Source: an optimization exercise on an open RTL-to-GDS flow (aim: small area, a short achievable clock period and few clock cycles per item). Production flows keep margins and buffers that such runs may drop. Only simulation tests tie the RTL to the original design; equivalence was not proved.

==> flow/design.v <==
module bv2_ctr_xor (
    input  wire         clk,
    input  wire         rst,           
    input  wire         in_valid,
    output wire         in_ready,
    input  wire         in_link,       
    input  wire [23:0]  in_major,      
    input  wire [5:0]   in_minor,      
    input  wire [31:0]  in_line,       
    input  wire [3:0]   in_casc_id,    
    input  wire [1:0]   in_port,       
    input  wire [47:0]  in_frame_ctr,  
    input  wire [15:0]  in_blk,        
    input  wire [255:0] in_key,        
    input  wire [127:0] in_data,       
    output wire         out_valid,
    input  wire         out_ready,
    output wire [127:0] out_data
);
    function [7:0] sbox;
        input [7:0] a;
        reg u0, u1, u2, u3, u4, u5, u6, u7;
        reg t1, t2, t3, t4, t5, t6, t7, t8, t9, t10, t11, t12, t13, t14;
        reg t15, t16, t17, t18, t19, t20, t21, t22, t23, t24, t25, t26, t27;
        reg m1, m2, m3, m4, m5, m6, m7, m8, m9, m10, m11, m12, m13, m14, m15;
        reg m16, m17, m18, m19, m20, m21, m22, m23, m24, m25, m26, m27, m28;
        reg m29, m30, m31, m32, m33, m34, m35, m36, m37, m38, m39, m40, m41;
        reg m42, m43, m44, m45, m46, m47, m48, m49, m50, m51, m52, m53, m54;
        reg m55, m56, m57, m58, m59, m60, m61, m62, m63;
        reg l0, l1, l2, l3, l4, l5, l6, l7, l8, l9, l10, l11, l12, l13, l14;
        reg l15, l16, l17, l18, l19, l20, l21, l22, l23, l24, l25, l26, l27;
        reg l28, l29;
        begin
            u0 = a[7]; u1 = a[6]; u2 = a[5]; u3 = a[4];
            u4 = a[3]; u5 = a[2]; u6 = a[1]; u7 = a[0];
            t1 = u0 ^ u3;   t2 = u0 ^ u5;   t3 = u0 ^ u6;   t4 = u3 ^ u5;
            t5 = u4 ^ u6;   t6 = t1 ^ t5;   t7 = u1 ^ u2;   t8 = u7 ^ t6;
            t9 = u7 ^ t7;   t10 = t6 ^ t7;  t11 = u1 ^ u5;  t12 = u2 ^ u5;
            t13 = t3 ^ t4;  t14 = t6 ^ t11; t15 = t5 ^ t11; t16 = t5 ^ t12;
            t17 = t9 ^ t16; t18 = u3 ^ u7;  t19 = t7 ^ t18; t20 = t1 ^ t19;
            t21 = u6 ^ u7;  t22 = t7 ^ t21; t23 = t2 ^ t22; t24 = t2 ^ t10;
            t25 = t20 ^ t17; t26 = t3 ^ t16; t27 = t1 ^ t12;
            m1 = t13 & t6;   m2 = t23 & t8;   m3 = t14 ^ m1;   m4 = t19 & u7;
            m5 = m4 ^ m1;    m6 = t3 & t16;   m7 = t22 & t9;   m8 = t26 ^ m6;
            m9 = t20 & t17;  m10 = m9 ^ m6;   m11 = t1 & t15;  m12 = t4 & t27;
            m13 = m12 ^ m11; m14 = t2 & t10;  m15 = m14 ^ m11; m16 = m3 ^ m2;
            m17 = m5 ^ t24;  m18 = m8 ^ m7;   m19 = m10 ^ m15; m20 = m16 ^ m13;
            m21 = m17 ^ m15; m22 = m18 ^ m13; m23 = m19 ^ t25; m24 = m22 ^ m23;
            m25 = m22 & m20; m26 = m21 ^ m25; m27 = m20 ^ m21; m28 = m23 ^ m25;
            m29 = m28 & m27; m30 = m26 & m24; m31 = m20 & m23; m32 = m27 & m31;
            m33 = m27 ^ m25; m34 = m21 & m22; m35 = m24 & m34; m36 = m24 ^ m25;
            m37 = m21 ^ m29; m38 = m32 ^ m33; m39 = m23 ^ m30; m40 = m35 ^ m36;
            m41 = m38 ^ m40; m42 = m37 ^ m39; m43 = m37 ^ m38; m44 = m39 ^ m40;
            m45 = m42 ^ m41;
            m46 = m44 & t6;  m47 = m40 & t8;  m48 = m39 & u7;  m49 = m43 & t16;
            m50 = m38 & t9;  m51 = m37 & t17; m52 = m42 & t15; m53 = m45 & t27;
            m54 = m41 & t10; m55 = m44 & t13; m56 = m40 & t23; m57 = m39 & t19;
            m58 = m43 & t3;  m59 = m38 & t22; m60 = m37 & t20; m61 = m42 & t1;
            m62 = m45 & t4;  m63 = m41 & t2;
            l0 = m61 ^ m62;  l1 = m50 ^ m56;  l2 = m46 ^ m48;  l3 = m47 ^ m55;
            l4 = m54 ^ m58;  l5 = m49 ^ m61;  l6 = m62 ^ l5;   l7 = m46 ^ l3;
            l8 = m51 ^ m59;  l9 = m52 ^ m53;  l10 = m53 ^ l4;  l11 = m60 ^ l2;
            l12 = m48 ^ m51; l13 = m50 ^ l0;  l14 = m52 ^ m61; l15 = m55 ^ l1;
            l16 = m56 ^ l0;  l17 = m57 ^ l1;  l18 = m58 ^ l8;  l19 = m63 ^ l4;
            l20 = l0 ^ l1;   l21 = l1 ^ l7;   l22 = l3 ^ l12;  l23 = l18 ^ l2;
            l24 = l15 ^ l9;  l25 = l6 ^ l10;  l26 = l7 ^ l9;   l27 = l8 ^ l10;
            l28 = l11 ^ l14; l29 = l11 ^ l17;
            sbox[7] = l6 ^ l24;
            sbox[6] = ~(l16 ^ l26);
            sbox[5] = ~(l19 ^ l28);
            sbox[4] = l6 ^ l21;
            sbox[3] = l20 ^ l22;
            sbox[2] = l25 ^ l29;
            sbox[1] = ~(l13 ^ l27);
            sbox[0] = ~(l6 ^ l23);
        end
    endfunction
    function [7:0] xtime;
        input [7:0] a;
        begin
            xtime = {a[6:0], 1'b0} ^ (a[7] ? 8'h1b : 8'h00);
        end
    endfunction
    function [127:0] sub_shift;
        input [127:0] s;
        integer c, r;
        begin
            for (c = 0; c < 4; c = c + 1)
                for (r = 0; r < 4; r = r + 1)
                    sub_shift[127 - 8*(4*c + r) -: 8] =
                        sbox(s[127 - 8*(4*((c + r) % 4) + r) -: 8]);
        end
    endfunction
    function [127:0] mix_delta;
        input [127:0] s;
        integer c, r;
        reg [7:0] t;
        begin
            for (c = 0; c < 4; c = c + 1) begin
                t = s[127 - 32*c -: 8] ^ s[119 - 32*c -: 8] ^
                    s[111 - 32*c -: 8] ^ s[103 - 32*c -: 8];
                for (r = 0; r < 4; r = r + 1)
                    mix_delta[127 - 8*(4*c + r) -: 8] = t ^
                        xtime(s[127 - 8*(4*c + r) -: 8] ^
                              s[127 - 8*(4*c + (r + 1) % 4) -: 8]);
            end
        end
    endfunction
    reg          run;       
    reg          ov;        
    reg  [3:0]   rnd;       
    reg  [127:0] st;        
    reg  [127:0] ka, kb;    
    wire last  = (rnd == 4'd14);
    wire take  = run && last;                   
    wire load  = in_valid && !run && (!ov || out_ready);
    wire [127:0] ctr_blk = in_link
        ? {8'h01, in_casc_id, in_port, 2'b00, in_frame_ctr, 48'h0, in_blk}
        : {8'h00, in_major, in_minor, 56'h0, in_line, in_blk[1:0]};
    reg [255:0] key_be;
    integer k;
    always @(*) begin
        for (k = 0; k < 32; k = k + 1)
            key_be[255 - 8*k -: 8] = in_key[8*k +: 8];
    end
    wire [127:0] ss        = sub_shift(st);
    wire [127:0] round_out = ss ^ kb ^ (last ? in_data : mix_delta(ss));
    reg [7:0] rcon;
    always @(*) begin
        case (rnd[3:1])
            3'd0: rcon = 8'h01;
            3'd1: rcon = 8'h02;
            3'd2: rcon = 8'h04;
            3'd3: rcon = 8'h08;
            3'd4: rcon = 8'h10;
            3'd5: rcon = 8'h20;
            default: rcon = 8'h40;
        endcase
    end
    wire [31:0] sw = {sbox(kb[31:24]), sbox(kb[23:16]), sbox(kb[15:8]), sbox(kb[7:0])};
    wire [31:0] kt = rnd[0] ? ({sw[23:0], sw[31:24]} ^ {rcon, 24'h0}) : sw;
    wire [31:0] p1 = ka[127:96] ^ ka[95:64];
    wire [31:0] p2 = p1 ^ ka[63:32];
    wire [31:0] p3 = p2 ^ ka[31:0];
    wire [31:0] w0 = ka[127:96] ^ kt;
    wire [31:0] w1 = p1 ^ kt;
    wire [31:0] w2 = p2 ^ kt;
    wire [31:0] w3 = p3 ^ kt;
    wire [127:0] key_next = {w0, w1, w2, w3};
    wire         sel_run  = run & ~load;
    wire         sel_hold = ~run & ~load;
    wire [127:0] st_next  = ({128{load}}     & (ctr_blk ^ key_be[255:128])) |
                            ({128{sel_run}}  & round_out) |
                            ({128{sel_hold}} & st);
    always @(posedge clk) begin
        if (rst) begin
            run <= 1'b0;
            ov  <= 1'b0;
        end else begin
            if (load) begin
                run <= 1'b1;
                ov  <= 1'b0;
            end else if (run && last) begin
                run <= 1'b0;
                ov  <= 1'b1;
            end else if (out_ready) begin
                ov  <= 1'b0;
            end
        end
        st <= st_next;
        if (load) begin
            rnd <= 4'd1;
            ka  <= key_be[255:128];
            kb  <= key_be[127:0];
        end else begin
            rnd <= rnd + 4'd1;
            ka <= kb;
            kb <= key_next;
        end
    end
    assign in_ready  = take;
    assign out_valid = ov;
    assign out_data  = st;
endmodule
==> flow/config.mk <==
export PLATFORM = sky130hd
export DESIGN_NAME = bv2_ctr_xor
export DESIGN_NICKNAME = bv2_ctr_xor
export VERILOG_FILES = /design/flow/design.v
export SDC_FILE = /design/flow/constraint.sdc
export NUM_CORES = 4
export LEC_CHECK = 0
export CAP_MARGIN = 20
export CORE_MARGIN = 2
export CORE_UTILIZATION = 40
export CTS_BUF_LIST = sky130_fd_sc_hd__clkbuf_8 sky130_fd_sc_hd__clkbuf_16
export CTS_CLUSTER_DIAMETER = 50
export CTS_CLUSTER_SIZE = 16
export SETUP_SLACK_MARGIN = 3.5
export SLEW_MARGIN = 20
==> flow/constraint.sdc <==
create_clock -name core_clock -period 10.0 [get_ports {clk}]
set_input_delay 2.0000 -clock core_clock [delete_from_list [all_inputs] [get_ports {clk}]]
set_output_delay 2.0000 -clock core_clock [all_outputs]
set_load 0.01 [all_outputs]
standard.sh (not shown) runs the stock make flow with config.mk's settings and CLKGATE_MAP_FILE= SYNTH_SCRIPT=/design/flow/synth_recipe.tcl, a recipe that flattens the netlist after the stock synthesis.
==> flow/flow/run.sh <==
#!/bin/bash
# Own flow: the standard layout (standard.sh) with two changes:
#  - synthesis runs flow/my_synth.tcl, the standard synthesis script except
#    that ABC maps with flow/area.abc (structural choices, then &nf);
#  - the port buffers are sky130_fd_sc_hd__buf_1 (every port still gets one).
set -euo pipefail
W=$PWD
export MY_ABC_SCRIPT=$W/flow/area.abc
sed -E "s#SYNTH_SCRIPT=[^ ]+#SYNTH_SCRIPT=$W/flow/my_synth.tcl#" standard.sh > my_standard.sh
grep -q "SYNTH_SCRIPT=$W/flow/my_synth.tcl" my_standard.sh
bash my_standard.sh "BUFFER_PORTS_ARGS=-buffer_cell sky130_fd_sc_hd__buf_1" finish > $W/flow_make.log 2>&1
==> flow/flow/area.abc <==
&get -n
&st
&dch
&nf
&put
==> flow/flow/my_synth.tcl <==
# The standard synthesis (synth_recipe.tcl), with one change: ABC maps the
# logic with the script named by MY_ABC_SCRIPT instead of ORFS's. Every other
# pass, and so every register's name and cell, is the standard synthesis's.
proc synth {args} { yosys synth -nofsm -noshare {*}$args }
proc abc {args} {
  set i [lsearch -exact $args -script]
  if { $i >= 0 } { lset args [expr { $i + 1 }] $::env(MY_ABC_SCRIPT) }
  yosys abc {*}$args
}
source $::env(SCRIPTS_DIR)/synth.tcl
# left out here: clear keep_hierarchy, flatten, clean up, hide names made inside functions, write 1_2_yosys.v
Testbench counts at the start, summed over its fixed seeds: cycles 7,688, items 512.
Next try:
--- a/flow/flow/run.sh
+++ b/flow/flow/run.sh
@@ -4 +4,3 @@
-#    that ABC maps with flow/area.abc (structural choices, then &nf);
+#    that ABC maps with flow/area.abc (structural choices, then &nf) and
+#    without the 3-input XOR cells, which are larger and slower than two
+#    2-input ones;
@@ -8,0 +11 @@
+export MY_ABC_DONT_USE="sky130_fd_sc_hd__xor3_1 sky130_fd_sc_hd__xor3_2 sky130_fd_sc_hd__xor3_4 sky130_fd_sc_hd__xnor3_1 sky130_fd_sc_hd__xnor3_2 sky130_fd_sc_hd__xnor3_4"
--- a/flow/flow/my_synth.tcl
+++ b/flow/flow/my_synth.tcl
@@ -2,2 +2,3 @@
-# logic with the script named by MY_ABC_SCRIPT instead of ORFS's. Every other
-# pass, and so every register's name and cell, is the standard synthesis's.
+# logic with the script named by MY_ABC_SCRIPT instead of ORFS's, and without
+# the cells listed in MY_ABC_DONT_USE. Every other pass, and so every
+# register's name and cell, is the standard synthesis's.
@@ -7,0 +9 @@
+  foreach cell $::env(MY_ABC_DONT_USE) { lappend args -dont_use $cell }
--- a/flow/config.mk
+++ b/flow/config.mk
@@ -11,3 +10,0 @@
-export CTS_BUF_LIST = sky130_fd_sc_hd__clkbuf_8 sky130_fd_sc_hd__clkbuf_16
-export CTS_CLUSTER_DIAMETER = 50
-export CTS_CLUSTER_SIZE = 16
Fmax falls by 0.78%.
First-iteration DRC count increases by 15%.
Routed wire length increases by 0.66%.
Global-route usage stays flat.
Hold slack improved by 7.5 ps.
Sequential share of layout area stays flat.
Area after synthesis is about the same.
Next try:
--- a/flow/flow/run.sh
+++ b/flow/flow/run.sh
@@ -4,3 +4 @@
-#    that ABC maps with flow/area.abc (structural choices, then &nf) and
-#    without the 3-input XOR cells, which are larger and slower than two
-#    2-input ones;
+#    that ABC maps with flow/area.abc (structural choices, then &nf);
@@ -11 +8,0 @@
-export MY_ABC_DONT_USE="sky130_fd_sc_hd__xor3_1 sky130_fd_sc_hd__xor3_2 sky130_fd_sc_hd__xor3_4 sky130_fd_sc_hd__xnor3_1 sky130_fd_sc_hd__xnor3_2 sky130_fd_sc_hd__xnor3_4"
--- a/flow/flow/my_synth.tcl
+++ b/flow/flow/my_synth.tcl
@@ -2,3 +2,2 @@
-# logic with the script named by MY_ABC_SCRIPT instead of ORFS's, and without
-# the cells listed in MY_ABC_DONT_USE. Every other pass, and so every
-# register's name and cell, is the standard synthesis's.
+# logic with the script named by MY_ABC_SCRIPT instead of ORFS's. Every other
+# pass, and so every register's name and cell, is the standard synthesis's.
@@ -9 +7,0 @@
-  foreach cell $::env(MY_ABC_DONT_USE) { lappend args -dont_use $cell }
--- a/flow/config.mk
+++ b/flow/config.mk
@@ -12,0 +13 @@
+export TNS_END_PERCENT = 5
After rerunning: Clock skew drops by 12 ps; global-route usage grows by 0.57 points; cell count shrinks by about 6%; worst setup slack loses 150 ps; sequential share of layout area is higher by 0.42 points; wire length is higher by 0.99%; maximum frequency decreases by 2.4%; cell area went down by 3.0%; core utilization goes down by 1.6 points.
Next try:
--- a/flow/config.mk
+++ b/flow/config.mk
@@ -10,2 +10,5 @@
-export CORE_UTILIZATION = 40
-export SETUP_SLACK_MARGIN = 3.5
+export CORE_UTILIZATION = 45
+export CTS_BUF_LIST = sky130_fd_sc_hd__clkbuf_8 sky130_fd_sc_hd__clkbuf_16
+export CTS_CLUSTER_DIAMETER = 90
+export CTS_CLUSTER_SIZE = 28
+export SETUP_SLACK_MARGIN = 3.6
@@ -13 +15,0 @@
-export TNS_END_PERCENT = 5
Sequential share of layout area hardly moves. Clock-buffer cell count came out lower by 41. Final cell count is lower by 2.1%. Global-route usage is higher by 2.8 points. Fmax climbs by 1.8%.

---

v44:
// bv2_ctr_xor: RTL as listed in full above, without the edits since
clock: 10.0 ns
lec_check: 0
cap_margin: 20
core_margin: 2
core_utilization: 65
cts_buf_list: sky130_fd_sc_hd__clkbuf_4 sky130_fd_sc_hd__clkbuf_8
place_density: 0.85
setup_slack_margin: 3.5
slew_margin: 20
==> flow/flow/run.sh <==
#!/bin/bash
# Own flow: the standard layout (standard.sh) with two changes:
#  - synthesis runs flow/my_synth.tcl, the standard synthesis script except
#    that ABC maps with flow/area.abc (structural choices, then &nf);
#  - the port buffers are sky130_fd_sc_hd__buf_1 (every port still gets one).
set -euo pipefail
W=$PWD
export MY_ABC_SCRIPT=$W/flow/area.abc
sed -E "s#SYNTH_SCRIPT=[^ ]+#SYNTH_SCRIPT=$W/flow/my_synth.tcl#" standard.sh > my_standard.sh
grep -q "SYNTH_SCRIPT=$W/flow/my_synth.tcl" my_standard.sh
bash my_standard.sh "BUFFER_PORTS_ARGS=-buffer_cell sky130_fd_sc_hd__buf_1" finish > $W/flow_make.log 2>&1
==> flow/flow/my_synth.tcl <==
# The standard synthesis (synth_recipe.tcl), with one change: ABC maps the
# logic with the script named by MY_ABC_SCRIPT instead of ORFS's. Every other
# pass, and so every register's name and cell, is the standard synthesis's.
proc synth {args} { yosys synth -nofsm -noshare {*}$args }
proc abc {args} {
  set i [lsearch -exact $args -script]
  if { $i >= 0 } { lset args [expr { $i + 1 }] $::env(MY_ABC_SCRIPT) }
  yosys abc {*}$args
}
source $::env(SCRIPTS_DIR)/synth.tcl
# left out here: clear keep_hierarchy, flatten, clean up, hide names made inside functions, write 1_2_yosys.v
Scripts as last shown in full above: flow/flow/area.abc
v44 went all the way through the flow, and no timing, DRC or antenna check failed.
Testbench counts of v44, summed over its fixed seeds: cycles 7,688, items 512.
#### Input delta (v34 over v44)
Settings: CTS_CLUSTER_DIAMETER: unset -> 80; CORE_UTILIZATION: 65 -> 40; CTS_CLUSTER_SIZE: unset -> 32; CTS_BUF_LIST: sky130_fd_sc_hd__clkbuf_4 sky130_fd_sc_hd__clkbuf_8 -> sky130_fd_sc_hd__clkbuf_8 sky130_fd_sc_hd__clkbuf_16; PLACE_DENSITY: 0.85 -> unset.
==> notes.md <==
Looking at fmax, v34 sits 3.3% above v44. Re number of buffers created by CTS: v34 and v44 aren't equal, and the lower value belongs to v34. Looking at master of the slowest instance on the critical path, the xnor2_1 result is from v34; the dfxtp_1 one comes from v44. Diff v44 -> v34 | cell count after placement | up by a little under 10%. From v34 to v44, number of buffers inserted by port buffering did not move at all. Synthesized cell count: v44 vs v34 identical. Re highest net fanout along the worst path: no difference whatsoever between v44 and v34. The starting utilization of the core area number comes out higher for v44 vs v34.
Inputs modified between v34 and v53:
Settings: CTS_CLUSTER_DIAMETER: 80 -> unset; CTS_BUF_LIST: sky130_fd_sc_hd__clkbuf_8 sky130_fd_sc_hd__clkbuf_16 -> unset; CTS_CLUSTER_SIZE: 32 -> unset; CORE_UTILIZATION: 40 -> 50.
### Flow results
[compare] base=v34 new=v53: layout-stage area growth over the synthesis result essentially unchanged; count of cells along the worst register-to-register path decreased 1. Per the final summary, v53 finished and its layout is clean on timing, DRC and antenna. v34 tops out at a higher clock frequency than v53. Note that the well tap count recorded for v53 amounts to 0.78 times the value seen in v34. Diff v34 -> v53 | number of gates resized after cts | down by more than 10%. On buffer count excluding the clock tree in the final layout: between v34 and v53, it ends up higher for v34.
Here is what was changed in the inputs of v5 compared with v53.
Settings: CORE_UTILIZATION now 40, was 50; SETUP_SLACK_MARGIN now 3.75, was 3.5.
Results
- v5 ran to completion and came out clean on the timing, DRC and antenna checks.
- Cell depth of the worst flop-to-flop path, v53 and v5: larger value in v5
- The lower post-detailed-routing wire length came out of v53.
- v53 -> v5: iteration-0 DRC count of the detailed router increased by more than 10%
- In v5, the layout filler cell count came out about 30% above the value in v53.
- v5 vs. v53: sequential share of layout area moved down; die area moved up.
- Run comparison: v53 endpoint of the most critical setup path kb[30]; v5 endpoint of the most critical setup path st[116]
- Least setup slack across all paths after layout, v53 and v5: higher on v5
The following lists how v43 was set up differently from v5:
Settings: an added PLACE_DENSITY of 0.8; an added CTS_BUF_LIST of sky130_fd_sc_hd__clkbuf_4 sky130_fd_sc_hd__clkbuf_8; a change of CORE_UTILIZATION from 40 to 50; a change of SETUP_SLACK_MARGIN from 3.75 to 3.6.
Results
Routed length on met1: v43 vs v5 down about 11%
v43 vs v5 — count of clock buffers in the final design climbed by more than half
From v43 to v5, synthesized cell count did not move at all.
v43 vs. v5: layout overhead on the synthesized area went down 3.0 points, total detailed-routing wirelength lower, clock slew seen by the registers of the worst setup and hold paths has remained practically unchanged, net count of the finished layout flat.
On share of the final layout cell area in sequential cells: between v43 and v5, it ends up lower for v5.
v5 has completed all stages; timing, DRC and antenna checks passed.
v43 finished end to end and its layout was clean on timing, DRC and antenna.
For v9, these inputs were changed with respect to v43:
Settings: a change of SETUP_SLACK_MARGIN from 3.6 to 3.5; an added CTS_CLUSTER_DIAMETER of 90; a deleted PLACE_DENSITY that had been 0.8; a change of CTS_BUF_LIST from sky130_fd_sc_hd__clkbuf_4 sky130_fd_sc_hd__clkbuf_8 to sky130_fd_sc_hd__clkbuf_8 sky130_fd_sc_hd__clkbuf_16; an added CTS_CLUSTER_SIZE of 28; a change of CORE_UTILIZATION from 50 to 40.
==> notes.md <==
Critical path depth in v9 is 2 lower than in v43
Synthesized area: v43 vs v9 identical
In the final reports, the cell area of v9 is smaller than that of v43.
v9 vs v43 — post-cts repair resize count dropped by more than 10%
Layout clock buffer count of v9 falls short of that of v43 by more than half.
Comparing v43 and v9, the lower critical path arrival was measured on v9.

static timing again, ports no longer ideal:
Ports are ideal in the flow. The routed layouts listed here were re-timed in OpenROAD.
Step 1 assumes that a clkbuf_16 drives the clock port and a buf_2 every other input.
Step 2, shift: input delay + t, output delay - t, t = (earliest + latest rising clock arrival at the registers) / 2. This alone moves slack from input paths to output paths.
a / b / c = ideal / step 1 / step 2; a / b = the first two.
| run | shift t [ns] | slack for setup (ns) | hold slack, ns | clock arrival spread, ns | worst data-port slew with drivers (ns) |
|---|---|---|---|---|---|
| the first run of note 1 | 0.720 | 3.699 / 3.699 / 3.699 | 0.448 / 0.448 / 0.448 | 0.045 / 0.045 | 0.13 |
| the second run of note 1 | 0.717 | 3.650 / 3.650 / 3.650 | 0.456 / 0.456 / 0.456 | 0.034 / 0.034 | 0.12 |
| the third run of note 1 | 0.722 | 3.497 / 3.497 / 3.497 | 0.447 / 0.447 / 0.447 | 0.022 / 0.022 | 0.13 |
| the fourth run of note 1 | 0.726 | 3.613 / 3.613 / 3.613 | 0.455 / 0.455 / 0.455 | 0.035 / 0.035 | 0.09 |
| v44 | 0.749 | 3.456 / 3.456 / 3.456 | 0.441 / 0.441 / 0.441 | 0.046 / 0.046 | 0.06 |
| v34 | 0.678 | 3.663 / 3.663 / 3.663 | 0.436 / 0.436 / 0.436 | 0.028 / 0.027 | 0.11 |
| v53 | 0.682 | 3.623 / 3.623 / 3.623 | 0.442 / 0.442 / 0.442 | 0.028 / 0.027 | 0.09 |
| v5 | 0.701 | 3.809 / 3.809 / 3.809 | 0.446 / 0.446 / 0.446 | 0.028 / 0.028 | 0.13 |
| v43 | 0.754 | 3.669 / 3.669 / 3.669 | 0.435 / 0.435 / 0.435 | 0.046 / 0.045 | 0.14 |
| v9 | 0.725 | 3.681 / 3.681 / 3.681 | 0.438 / 0.438 / 0.438 | 0.050 / 0.050 | 0.12 |
After both steps every run listed still meets setup and hold.
